From an optimization exercise on the open Yosys and OpenROAD flow, aimed at small area, a short achievable clock period and few clock cycles per item; shortcuts taken in it are not production practice. In this exercise RTL edits were held to simulation tests only and were not proved equivalent to the original. Power and IR drop assume default switching activity.

File: design/flow/flow/run.sh
#!/bin/bash
# Standard layout, with timing repair asked to aim for a shorter period than
# the clock's (the SDC is unchanged): repair_timing keeps working until each
# path has SETUP_SLACK_MARGIN ns of slack at the design's period. Ports are
# buffered with buf_2 instead of the delay cell buffer_ports picks by default,
# the clock tree uses larger sink clusters and no dummy loads, and repair_design
# keeps 30% away from the slew and capacitance limits.
set -euo pipefail
bash standard.sh SETUP_SLACK_MARGIN=23 SLEW_MARGIN=30 CAP_MARGIN=30 \
  "BUFFER_PORTS_ARGS=-buffer_cell sky130_fd_sc_hd__buf_2" \
  "CTS_ARGS=-sink_clustering_enable -repair_clock_nets -sink_clustering_size 20 -sink_clustering_max_diameter 80 -dont_use_dummy_load" \
  finish > run_standard.log 2>&1
File: design/flow/standard.sh
#!/bin/bash
# synth_recipe.tcl (not shown) runs the flow's synth.tcl, then flattens the netlist and writes it again
# the make line also repeats each setting of config.mk as NAME=value (left out here)
make -C /OpenROAD-flow-scripts/flow DESIGN_CONFIG=/design/flow/config.mk WORK_HOME=/design/flow/orfs CLKGATE_MAP_FILE= SYNTH_SCRIPT=/design/flow/synth_recipe.tcl "${@:-finish}"
File: design/flow/config.mk
export PLATFORM = sky130hd
export DESIGN_NAME = dedup_sort
export DESIGN_NICKNAME = dedup_sort
export VERILOG_FILES = /design/flow/design.v
export SDC_FILE = /design/flow/constraint.sdc
export NUM_CORES = 4
export LEC_CHECK = 0
export CAP_MARGIN = 20
export CORE_MARGIN = 2
export CORE_UTILIZATION = 40
export SETUP_SLACK_MARGIN = 1.0
export SLEW_MARGIN = 20
File: design/flow/constraint.sdc
create_clock -name core_clock -period 30.0 [get_ports {clk}]
set_input_delay 6.0000 -clock core_clock [delete_from_list [all_inputs] [get_ports {clk}]]
set_output_delay 6.0000 -clock core_clock [all_outputs]
set_load 0.01 [all_outputs]
File: design/flow/design.v
module dedup_sort (
    input  wire        clk,
    input  wire        rst,           
    input  wire        in_valid,
    output wire        in_ready,
    input  wire [39:0] in_id,
    input  wire        in_skip,
    input  wire        in_last,
    output wire        out_valid,
    input  wire        out_ready,
    output wire        out_type,      
    output wire [39:0] out_id,
    output wire [4:0]  out_count,
    output wire [3:0]  out_inv,
    output wire        out_skip,
    output wire        out_last
);
    localparam integer N = 16;
    integer i;
    reg [39:0] nids [0:N-1];    
    reg        sk   [0:N-1];    
    reg        fo   [0:N-1];    
    reg [3:0]  rk   [0:N-1];    
    reg        rdy;
    reg        s1_v;
    reg [39:0] s1_id;
    reg        s1_skip;
    reg        s1_last;
    reg [3:0]  s1_idx;
    reg [4:0]  acnt;        
    reg        lock;        
    reg [4:0]  ucnt;        
    wire fire  = in_valid && rdy;
    wire alast = in_last || (acnt == 5'd15);
    function [1:0] cmp40;
        input [39:0] na;
        input [39:0] b;
        reg   [63:0] g, p;
        reg          anyg;
        integer k, w;
        begin
            anyg = |(na & b);
            for (k = 0; k < 64; k = k + 1) begin
                if (k < 40) begin
                    g[k] = na[k] && b[k];
                    p[k] = na[k] || b[k];
                end else begin
                    g[k] = 1'b0;
                    p[k] = 1'b1;
                end
            end
            for (w = 32; w >= 1; w = w / 2)
                for (k = 0; k < w; k = k + 1) begin
                    g[k] = g[2*k+1] || (p[2*k+1] && g[2*k]);
                    p[k] = p[2*k+1] && p[2*k];
                end
            cmp40 = {g[0], p[0] && !anyg};
        end
    endfunction
    function [4:0] pc16;
        input [15:0] v;
        reg   [1:0] s2 [0:7];
        reg   [2:0] s4 [0:3];
        reg   [3:0] s8 [0:1];
        integer k;
        begin
            for (k = 0; k < 8; k = k + 1) s2[k] = {1'b0, v[2*k]} + {1'b0, v[2*k+1]};
            for (k = 0; k < 4; k = k + 1) s4[k] = {1'b0, s2[2*k]} + {1'b0, s2[2*k+1]};
            for (k = 0; k < 2; k = k + 1) s8[k] = {1'b0, s4[2*k]} + {1'b0, s4[2*k+1]};
            pc16 = {1'b0, s8[0]} + {1'b0, s8[1]};
        end
    endfunction
    reg [15:0] lt, eq, evm, ltc;
    reg        dup;
    reg [4:0]  pos;
    reg        uniq;
    wire       s2_first = (s1_idx == 4'd0);
    always @(*) begin
        for (i = 0; i < N; i = i + 1) begin
            evm[i] = (i < s1_idx);             
            {lt[i], eq[i]} = cmp40(nids[i], s1_id);
            ltc[i] = evm[i] && fo[i] && lt[i];
        end
        dup = 1'b0;
        for (i = 0; i < N; i = i + 1)
            if (evm[i] && fo[i] && eq[i]) dup = 1'b1;
        pos  = pc16(ltc);
        uniq = !s1_skip && !dup;
    end
    wire       s2_done  = s1_v && s1_last;         
    wire [4:0] s2_ucnt  = (s2_first ? 5'd0 : ucnt) + {4'd0, uniq};
    always @(posedge clk) begin
        if (s1_v) begin
            for (i = 0; i < N; i = i + 1) begin
                if (i == s1_idx) begin
                    nids[i] <= ~s1_id;
                    sk[i]  <= s1_skip;
                    fo[i]  <= uniq;
                    rk[i]  <= pos[3:0];
                end else begin
                    if (uniq && evm[i] && !lt[i]) rk[i] <= rk[i] + 4'd1;
                end
            end
        end
    end
    always @(posedge clk) begin
        s1_id   <= in_id;
        s1_skip <= in_skip;
        s1_last <= alast;
        s1_idx  <= acnt[3:0];
        if (s1_v) ucnt <= s2_ucnt;
    end
    localparam [1:0] O_NONE = 2'd0;
    localparam [1:0] O_UNIQ = 2'd1;
    localparam [1:0] O_INV  = 2'd2;
    reg [1:0]  ost;
    reg [3:0]  rr;          
    reg [4:0]  kf;          
    reg [4:0]  on;          
    reg        bpend;       
    reg [4:0]  bn;          
    reg [4:0]  bu;          
    reg        ov;
    reg        o_type;
    reg [39:0] o_id;
    reg [4:0]  o_count;
    reg [3:0]  o_inv;
    reg        o_skip;
    reg        o_last;
    assign in_ready  = rdy;
    assign out_valid = ov;
    assign out_type  = o_type;
    assign out_id    = o_id;
    assign out_count = o_count;
    assign out_inv   = o_inv;
    assign out_skip  = o_skip;
    assign out_last  = o_last;
    wire can = !ov || out_ready;
    reg [39:0] u_nid;
    reg [15:0] u_hit;
    reg [15:0] evr;             
    always @(*) begin
        for (i = 0; i < N; i = i + 1)
            evr[i] = (ost == O_NONE) ? (i < s1_idx) : (i < on);
        u_nid = 40'd0;
        for (i = 0; i < N; i = i + 1) begin
            u_hit[i] = evr[i] && rk[i] == rr && !sk[i];
            if (evr[i] && rk[i] == rr && fo[i]) u_nid = u_nid | nids[i];
        end
    end
    wire [4:0]  u_cnt = pc16(u_hit);
    wire [39:0] u_id  = ~u_nid;
    wire       bypass   = (ost == O_NONE);
    wire       p_zero   = !(|ltc);                             
    wire       b_low    = uniq && p_zero;                      
    wire       b_same   = !s1_skip && !uniq && p_zero;         
    wire [39:0] f_id    = (bypass && b_low) ? s1_id : u_id;
    wire [4:0] f_cnt    = (bypass && b_low) ? 5'd1 :
                          (bypass && b_same) ? u_cnt + 5'd1 : u_cnt;
    wire       s2_any   = !s1_skip || (!s2_first && ucnt != 5'd0);
    wire       klast    = (kf == on - 5'd1);
    wire       u_prev0  = s2_first || (ucnt == 5'd0);
    wire       u_prev1  = !s2_first && (ucnt == 5'd1);
    wire       s2_one   = u_prev0 ? uniq : (u_prev1 && !uniq);
    wire       ulast    = bypass ? s2_one : ({1'b0, rr} == bu - 5'd1);
    wire       nb_ok    = bpend || s2_done;
    wire [4:0] nb_n     = bpend ? bn : {1'b0, s1_idx} + 5'd1;
    wire       nb_any   = bpend ? (bu != 5'd0) : s2_any;
    reg        sv_live;
    reg [3:0]  sv_rk;
    reg        sv_sk;
    localparam integer NS = 21;
    wire [NS-1:0] nsv [0:3];
    genvar g;
    generate
        for (g = 0; g < 4; g = g + 1) begin : g_ns
            localparam F = (g >= 2);
            localparam C = (g % 2 == 1);
            reg       fu, fi, ue, ie, st;
            reg [1:0] o;
            reg [4:0] k, a;
            reg       l, bp, sl, v, rd;
            reg [3:0] r;
            always @(*) begin
                fu = C && ((ost == O_UNIQ) || (bypass && s2_done && s2_any));
                fi = C && (ost == O_INV);
                ue = fu && ulast;
                ie = fi && klast;
                st = ((ost == O_NONE) || ie) && nb_ok;
                o = ost;
                k = fi ? kf + 5'd1 : kf;
                l = lock;
                a = acnt;
                if (F) begin
                    a = acnt + 5'd1;
                    if (alast) l = 1'b1;
                end
                if (ue) begin
                    o = O_INV;
                    k = 5'd0;
                    l = 1'b0;
                    a = 5'd0;
                end else if (st) begin
                    if (nb_any) begin
                        o = O_UNIQ;
                    end else begin
                        o = O_INV;
                        k = 5'd0;
                        l = 1'b0;
                        a = 5'd0;
                    end
                end else if (ie) begin
                    o = O_NONE;
                end
                r  = ue ? 4'd0 : fu ? rr + 4'd1 : rr;
                bp = st ? 1'b0 : (s2_done ? 1'b1 : bpend);
                sl = (s1_v && (ost == O_INV) && (s1_idx == kf[3:0]) && !fi) ? 1'b1 :
                     (fi ? 1'b0 : sv_live);
                v  = fu || fi || (ov && !C);
                rd = !l && (o != O_INV || a <= k);
            end
            assign nsv[g] = {rd, a, l, o, k, r, bp, sl, v};
        end
    endgenerate
    wire [NS-1:0] ns00 = nsv[0];
    wire [NS-1:0] ns01 = nsv[1];
    wire [NS-1:0] ns10 = nsv[2];
    wire [NS-1:0] ns11 = nsv[3];
    wire [NS-1:0] ns_f = out_ready ? ns11 : ns10;    
    wire [NS-1:0] ns_n = out_ready ? ns01 : ns00;
    wire [NS-1:0] ns_c = ov ? ns_f : ns11;
    wire [NS-1:0] ns_d = ov ? ns_n : ns01;
    wire [NS-1:0] ns   = (in_valid && rdy) ? ns_c : ns_d;
    wire       fetch_u  = can && ((ost == O_UNIQ) || (bypass && s2_done && s2_any));
    wire       fetch_i  = can && (ost == O_INV);
    wire       i_end    = fetch_i && klast;
    wire       start    = ((ost == O_NONE) || i_end) && nb_ok;
    always @(posedge clk) begin
        if (rst) begin
            rdy     <= 1'b1;
            s1_v    <= 1'b0;
            acnt    <= 5'd0;
            lock    <= 1'b0;
            ost     <= O_NONE;
            kf      <= 5'd0;
            rr      <= 4'd0;
            bpend   <= 1'b0;
            sv_live <= 1'b0;
            ov      <= 1'b0;
        end else begin
            s1_v  <= fire;
            {rdy, acnt, lock, ost, kf, rr, bpend, sv_live, ov} <= ns;
        end
    end
    always @(posedge clk) begin
        if (s1_v) begin
            sv_rk <= rk[s1_idx];
            sv_sk <= sk[s1_idx];
        end
        if (s2_done) begin
            bn <= {1'b0, s1_idx} + 5'd1;
            bu <= s2_ucnt;
        end
        if (start) on <= nb_n;
        if (fetch_u) begin
            o_type  <= 1'b0;
            o_id    <= f_id;
            o_count <= f_cnt;
            o_last  <= 1'b0;
        end else if (fetch_i) begin
            o_type  <= 1'b1;
            o_inv   <= sv_live ? sv_rk : rk[kf[3:0]];
            o_skip  <= sv_live ? sv_sk : sk[kf[3:0]];
            o_last  <= i_end;
        end
    end
endmodule
==> results_dict.tcl, run 1 <==
set metrics [dict create \
    synthesis.nets 4586 \
    grt_pass1_vias 40300 \
    numCtsBuffers 57 \
    hold_path_class "flop to flop" \
    yosysWarnings 11 \
    grt_usage_pct 43.6 \
    design_area_um2 52300 \
    drive_above_1_share_pct 10.2 \
    initialDrtViolationCount 9084 \
    area.growth.synth_to_final_pct 8.40 \
    slowest_delay_ns 0.41 \
    fin_crit_sh_pct 24.3 \
    critPathMaxFanout 1 \
    worstMarginPinSlew_ns 1.21 \
    net-switching-power_uw 747 \
    root_buffer "clkbuf_16" \
    die_x_um 351 \
    vias_per_cell 7.49 \
    multi_input_area_um2 20900 \
    cap_violations 0 \
    p_clk_share_pct 29.6 \
    htree_levels 2 \
    endpoint_kind "primary output" \
    ys_seq_elements 881 \
    synth_common_cells "811 x edfxtp_1, 420 x nor2_1, 306 x a22oi_1, 299 x nand2_1, 234 x a21oi_1" \
    finalSetupViolCount 0 \
    die_h_um 351 \
    arrival_ns 1.28 \
    final_antenna_net_count 0 \
    cp_cell_sequence "buf_2" \
    critPathTopFamily "flip-flops" \
    vdd_drop_max_mv 0.0421 \
    r2r_slack_ns 22.97 \
    clk_latency_ns 0.73 \
    grt_overflow 0 \
    routed_wl_um 275000 \
    synthTopCellsByArea "edfxtp_1 50%, a22oi_1 4.8%, nor2_1 3.3%, dfxtp_1 2.9%, a21oi_1 2.4%" \
    pwr_density_cell_nw_per_um2 49.2 \
    port_buffers 99 \
    n_fill_cell 11300 \
    cts_hold_buf 0 \
    seqPwrFrac_pct 54.6 \
    status "complete, no violations" \
    cp.required_ns 24.00 \
    yosys.area.top_type "edfxtp_1" \
    place_area_um2 50500 \
    syn-mean-instance-area_um2 10.8 \
    nets 4572 \
    die_area_um2 123000 \
    synth_top_area_share_pct 50.5 \
    finalCriticalPeriod_ns 7.28 \
    syn_area_um2 48300 \
    clock_skew_ns 0.0795 \
    fin_tns_setup_ns 0 \
    dr.pass1.iters 12 \
    dr_total_vias 45500 \
    switching_share_pct 29.0 \
    place.gp.congestion 1.17 \
    clk_pin_slew_ns 0.08 \
    internal_power_uw 1830 \
    antenna_found_initial 46 \
    syn_inst 4460 \
    drv_slew 0 \
    row_count 127 \
    rsz0062_at_grt "yes" \
    avgRoutedWirePerCell_um 45.3 \
    grt_max_degree 57 \
    ys_seq_area_share_pct 53.4 \
    cp_slowest_cell "edfxtp_1" \
    core_area_um2 120000 \
    seq_area_um2 25800 \
    placed_cells 5987 \
    cts_tree "yes" \
    holdWs_ns 0.464 \
    layout.cells.non_filler 6078 \
    yosysUniqueCellTypes 101 \
    synth.most_common_cell "edfxtp_1" \
    comb_power_share_pct 15.7 \
    ys.flop_type "edfxtp_1" \
    critical_path_buf_inv_count 1 \
    ios 100 \
    hold_viol_final 0 \
    ys_async_sr_fraction_pct 0 \
    p_leak_uw 0.0175 \
    cp-start-kind "flop" \
    max_clock_freq_mhz 137 \
    synth_edf_count 811 \
    cts_max_path_buffers 3 \
    initial_core_util_pct 40.3 \
    cts_num_sinks 881 \
    hpwl_um 202000 \
    grt_pass1_wl_um 365000 \
    path_class "flop to primary output" \
    route.detailed.drc 0 \
    max_slew_margin_pct 19.0 \
]
==> cell type report <==
| cell class | instances | area share [%] |
|---|---|---|
| multi-input combinational | 3160 | 40.0 |
| timing repair buffer | 243 | 3.29 |
| antenna | 22 | 0.105 |
| inverter | 103 | 0.746 |
| tap | 1612 | 3.85 |
| clock buffer | 57 | 2.73 |
| sequential | 881 | 49.3 |
==> path summary, 6_finish.rpt <==
kind,cells after the start,startpoint,end
setup / recovery,1,o_id[21]$_DFFE_PP_,out_id[21]
hold / removal,0,acnt[3]$_SDFF_PP0_,s1_idx[3]$_DFF_P_
setup reg to reg,16,s1_id[1]$_DFF_P_,rk[12][1]$_DFFE_PP_
hold reg to reg,0,acnt[3]$_SDFF_PP0_,s1_idx[3]$_DFF_P_
==> power by group through the flow <==
stage | logic [uW] | registers (uW) | clock network (uW)
floorplan | 221 | 1420 | 0
global placement | 378 | 1430 | 0
detailed placement | 380 | 1430 | 0
CTS | 385 | 1400 | 764
global route | 419 | 1410 | 801
finish | 405 | 1410 | 763
==> stage by stage <==
| step | setup slack (ns) | power [uW] | util (%) |
|---|---|---|---|
| floorplan | 22.45 | 1640 | - |
| global placement | 21.65 | 1810 | 42.1 |
| detailed placement | 21.65 | 1810 | 42.2 |
| CTS | 22.68 | 2550 | 43.4 |
| global route | 22.70 | 2630 | 43.6 |
| finish | 22.72 | 2570 | 43.7 |
==> layer usage <==
layer,global-route usage [%],part of all wire (%),vias to the layer above
li1,-,-,17800
met1,56.9,37,22500
met2,61.9,41,4252
met3,15.0,14,936
met4,27.1,8.1,24
met5,0,0.056,-
==> logic make-up after synthesis <==
| logic type | synth area share, % |
|---|---|
| xor+xnor | 2.43 |
| buf+inv | 4.00 |
| mux | 1.29 |
| flops | 53.4 |
| simple gates | 13.2 |
| compound gates | 22.6 |
| fa+ha+maj | 3.17 |
==> cells in the final DEF (no fill, tap or decap), types with 57 or more instances in the layout <==
master     count
a21oi_1      231
a221oi_1      73
a222oi_1     105
a22o_1        68
a22oi_1      303
a31oi_1       80
buf_2         94
buf_4        121
clkbuf_16     57
edfxtp_1     811
ha_1          59
inv_1         95
nand2_1      299
nand3_1      112
nand4_1      125
nor2_1       403
nor3_1       104
o21ai_0      149
o22ai_1      180
xnor2_1       64
xor2_1        70
==> flip-flops by register name, indices dropped and copies added (netlist names), 5 cells and up <==
register / flops
nids: 640
rk: 64
o_id: 40
s1_id: 40
fo: 16
sk: 16
acnt: 5
bn: 5
bu: 5
kf: 5
o_count: 5
on: 5
ucnt: 5
==> timing repair <==
| item | 4_1_cts | 5_1_grt |
|---|---|---|
| pin swaps | 1 | 4 |
| setup endpoints to repair | 147 | 121 |
| buffers inserted | 3 | 3 |
| resized for setup | 17 | 32 |
| gates cloned | 1 | 0 |
Testbench counts, summed over its fixed seeds: cycles 10,442, items 6,688.
==> run 2, diff against run 1 <==
--- a/design/flow/config.mk
+++ b/design/flow/config.mk
@@ -7,6 +7,6 @@
 export LEC_CHECK = 0
 export CAP_MARGIN = 20
 export CORE_MARGIN = 2
-export CORE_UTILIZATION = 40
+export CORE_UTILIZATION = 50
 export SETUP_SLACK_MARGIN = 1.0
 export SLEW_MARGIN = 20
==> results_dict.tcl, run 2 <==
set metrics [dict create \
    die_area_um2 99000 \
    holdPathStages 0 \
    place.gp.congestion 1.19 \
    clk_pin_slew_ns 0.09 \
    cp_slowest_cell "edfxtp_1" \
    critPathTopFamily "flip-flops" \
    hpwl_um 197000 \
    r2r_slack_ns 22.88 \
    max_slew_margin_pct 17.8 \
    grt_pass1_vias 40600 \
    comb_power_share_pct 15.7 \
    synth_top_area_share_pct 50.5 \
    r2r-end "rk[14][3]$_DFFE_PP_" \
    route.detailed.drc 0 \
    r2r-start "s1_id[25]$_DFF_P_" \
    vdd_drop_max_mv 0.0628 \
    routed_wl_um 266000 \
    avgRoutedWirePerCell_um 46.4 \
    ys_seq_area_share_pct 53.4 \
    hold-path-endpoint "s1_idx[3]$_DFF_P_" \
    grt_overflow 0 \
    hold_path_class "flop to flop" \
    synthesis.nets 4586 \
    cts_tree "yes" \
    port_buffers 99 \
    net-switching-power_uw 726 \
    clk_latency_ns 0.71 \
    cap_violations 0 \
    numCtsBuffers 54 \
    pwr_density_cell_nw_per_um2 48.9 \
    switching_share_pct 28.6 \
    endpoint_kind "primary output" \
    drive_above_1_share_pct 10.1 \
    cts_num_sinks 881 \
    internal_power_uw 1810 \
    yosysWarnings 11 \
    row_count 113 \
    ys_async_sr_fraction_pct 0 \
    cp.required_ns 24.00 \
    n_fill_cell 8253 \
    max_clock_freq_mhz 138 \
    p_clk_share_pct 28.7 \
    antenna_found_initial 48 \
    dr.pass1.iters 11 \
    seqPwrFrac_pct 55.6 \
    critical_path_buf_inv_count 1 \
    synth_edf_count 811 \
    synth.most_common_cell "edfxtp_1" \
    path_class "flop to primary output" \
    grt_usage_pct 52.3 \
    finalSetupViolCount 0 \
    rsz0062_at_grt "yes" \
    top_register "nids" \
    final_cell_mix "811 x edfxtp_1, 401 x nor2_1, 301 x a22oi_1, 299 x nand2_1, 232 x a21oi_1" \
    hold_viol_final 0 \
    syn_inst 4460 \
    grt_pass1_wl_um 351000 \
    finalCriticalPeriod_ns 7.24 \
    grt_max_degree 57 \
    cp_cell_sequence "buf_2" \
    core_area_um2 95300 \
    die_x_um 315 \
    cts_max_path_buffers 3 \
    slowest_delay_ns 0.38 \
    critPathMaxFanout 1 \
    status "complete, no violations" \
    min-delay-start "acnt[3]$_SDFF_PP0_" \
    drv_slew 0 \
    largest_reg_flops 640 \
    ios 100 \
    cp-start-kind "flop" \
    syn_area_um2 48300 \
    power_uw 2530 \
    yosysUniqueCellTypes 101 \
    initial_core_util_pct 50.6 \
    htree_levels 2 \
    synth_common_cells "811 x edfxtp_1, 420 x nor2_1, 306 x a22oi_1, 299 x nand2_1, 234 x a21oi_1" \
    multi_input_area_um2 20900 \
    reg2regPathDepth 18 \
    mostFrequentLayoutCell "edfxtp_1" \
    vias_per_cell 8.10 \
    die_h_um 315 \
    synthTopCellsByArea "edfxtp_1 50%, a22oi_1 4.8%, nor2_1 3.3%, dfxtp_1 2.9%, a21oi_1 2.4%" \
    nets 4566 \
    syn-mean-instance-area_um2 10.8 \
    fin_crit_sh_pct 24.1 \
    ys.flop_type "edfxtp_1" \
    arrival_ns 1.24 \
    worstMarginPinSlew_ns 1.22 \
    yosys.area.top_type "edfxtp_1" \
    ys_seq_elements 881 \
    fin_tns_setup_ns 0 \
    dr_total_vias 46400 \
    final_antenna_net_count 0 \
    clock_skew_ns 0.0590 \
    root_buffer "clkbuf_16" \
    seq_area_um2 25800 \
    initialDrtViolationCount 11400 \
    reg_top3 "nids x640, rk x64" \
    p_leak_uw 0.0174 \
    area.growth.synth_to_final_pct 7.27 \
]
## run 2: cell types whose count changed in the layout (fill, tap and decap cells not counted), sizes merged
cell	before	now
clkinvlp	1	4
inv	98	97
diode	22	20
buf	241	234
clkbuf	59	58
## run 2: how the worst max path moves through the flow
stage | endpoint | startpoint | cells after the start | slack, ns
after floorplan | rr[3]$_SDFFE_PP0N_ | out_ready | 5 | 22.45
after global placement | rr[3]$_SDFFE_PP0N_ | out_ready | 7 | 21.76
after detailed placement | rr[3]$_SDFFE_PP0N_ | out_ready | 7 | 21.73
after CTS | out_id[8] | o_id[8]$_DFFE_PP_ | 1 | 22.75
after global routing | out_id[8] | o_id[8]$_DFFE_PP_ | 1 | 22.75
final | out_id[8] | o_id[8]$_DFFE_PP_ | 1 | 22.76
## run 2: power by group through the flow
stage	registers (uW)	clock network (uW)	logic, uW
6_report	1410	728	397
5_1_grt	1410	754	406
4_1_cts	1400	721	374
3_5_place_dp	1430	0	368
3_3_place_gp	1430	0	363
2_1_floorplan	1420	0	221
## run 2: cells by family after synthesis
logic type	count (synthesis)	synth area share, %
simple gates	1324	13.2
compound gates	1525	22.6
mux	59	1.29
xor+xnor	134	2.43
fa+ha+maj	117	3.17
flops	881	53.4
buf+inv	420	4.00
## run 2: routing by layer
| layer | GRT usage, % | vias to the layer above | share of wire [%] |
|---|---|---|---|
| met2 | 72.4 | 5041 | 39 |
| met1 | 67.4 | 22400 | 35 |
| met5 | 0 | - | 0.098 |
| li1 | - | 17700 | - |
| met4 | 35.6 | 40 | 9.2 |
| met3 | 20.7 | 1145 | 16 |
## run 2: metrics by stage
stage | std cells | area [um2] | setup WS [ns] | hold WS (ns) | utilization [%]
after floorplan | 4460 | 48300 | 22.45 | 0.383 | -
after global placement | 5626 | 49900 | 21.76 | 0.451 | 52.4
after detailed placement | 5635 | 50100 | 21.73 | 0.455 | 52.5
after CTS | 5693 | 51500 | 22.75 | 0.469 | 54.0
after global routing | 5705 | 51700 | 22.75 | 0.484 | 54.3
final | 5723 | 51800 | 22.76 | 0.473 | 54.3
## run 2: final cells by class
type / instances / share of cell area, %
flip-flops and latches: 881 / 49.8
multi-input cells: 3160 / 40.4
repair buffers: 238 / 3.29
well taps: 1265 / 3.06
clock buffers: 54 / 2.61
inverters: 103 / 0.761
diodes: 20 / 0.0967
repair inverters: 2 / 0.0193
## run 2: what timing repair did
action	CTS	global route
setup buffers	3	2
gates cloned	1	2
gates resized for setup	16	30
hold buffers	0	0
endpoints found under the setup margin	145	119
pin swaps	1	0

separate check: timing with driven ports:
The flow's constraints put no driver on any port. The routed layouts listed below were extracted and timed again, unchanged, in two steps. Step 1, drivers: a clkbuf_16 drives clk and a buf_2 each remaining input, both assumed. Step 2 times the ports against the registers' clock, not the clock port: input delays grow and output delays shrink by t, the midpoint of the rising clock arrivals with the driver on. a / b / c = ideal / step 1 / step 2; a / b = the first two.
run	t, ns	slack for setup (ns)	worst setup path after step 2	worst slew at a driven data input, ns	pins driven straight from the clock port
run 1	0.768	22.722 / 22.645 / 22.526	input to register	0.06	1
run 2	0.762	22.765 / 22.683 / 22.504	input to register	0.04	1
After both steps setup and hold are still met in every run listed. The setup slack of run 2, which loses most, moves by -0.082 ns with the drivers and by -0.261 ns with both steps.
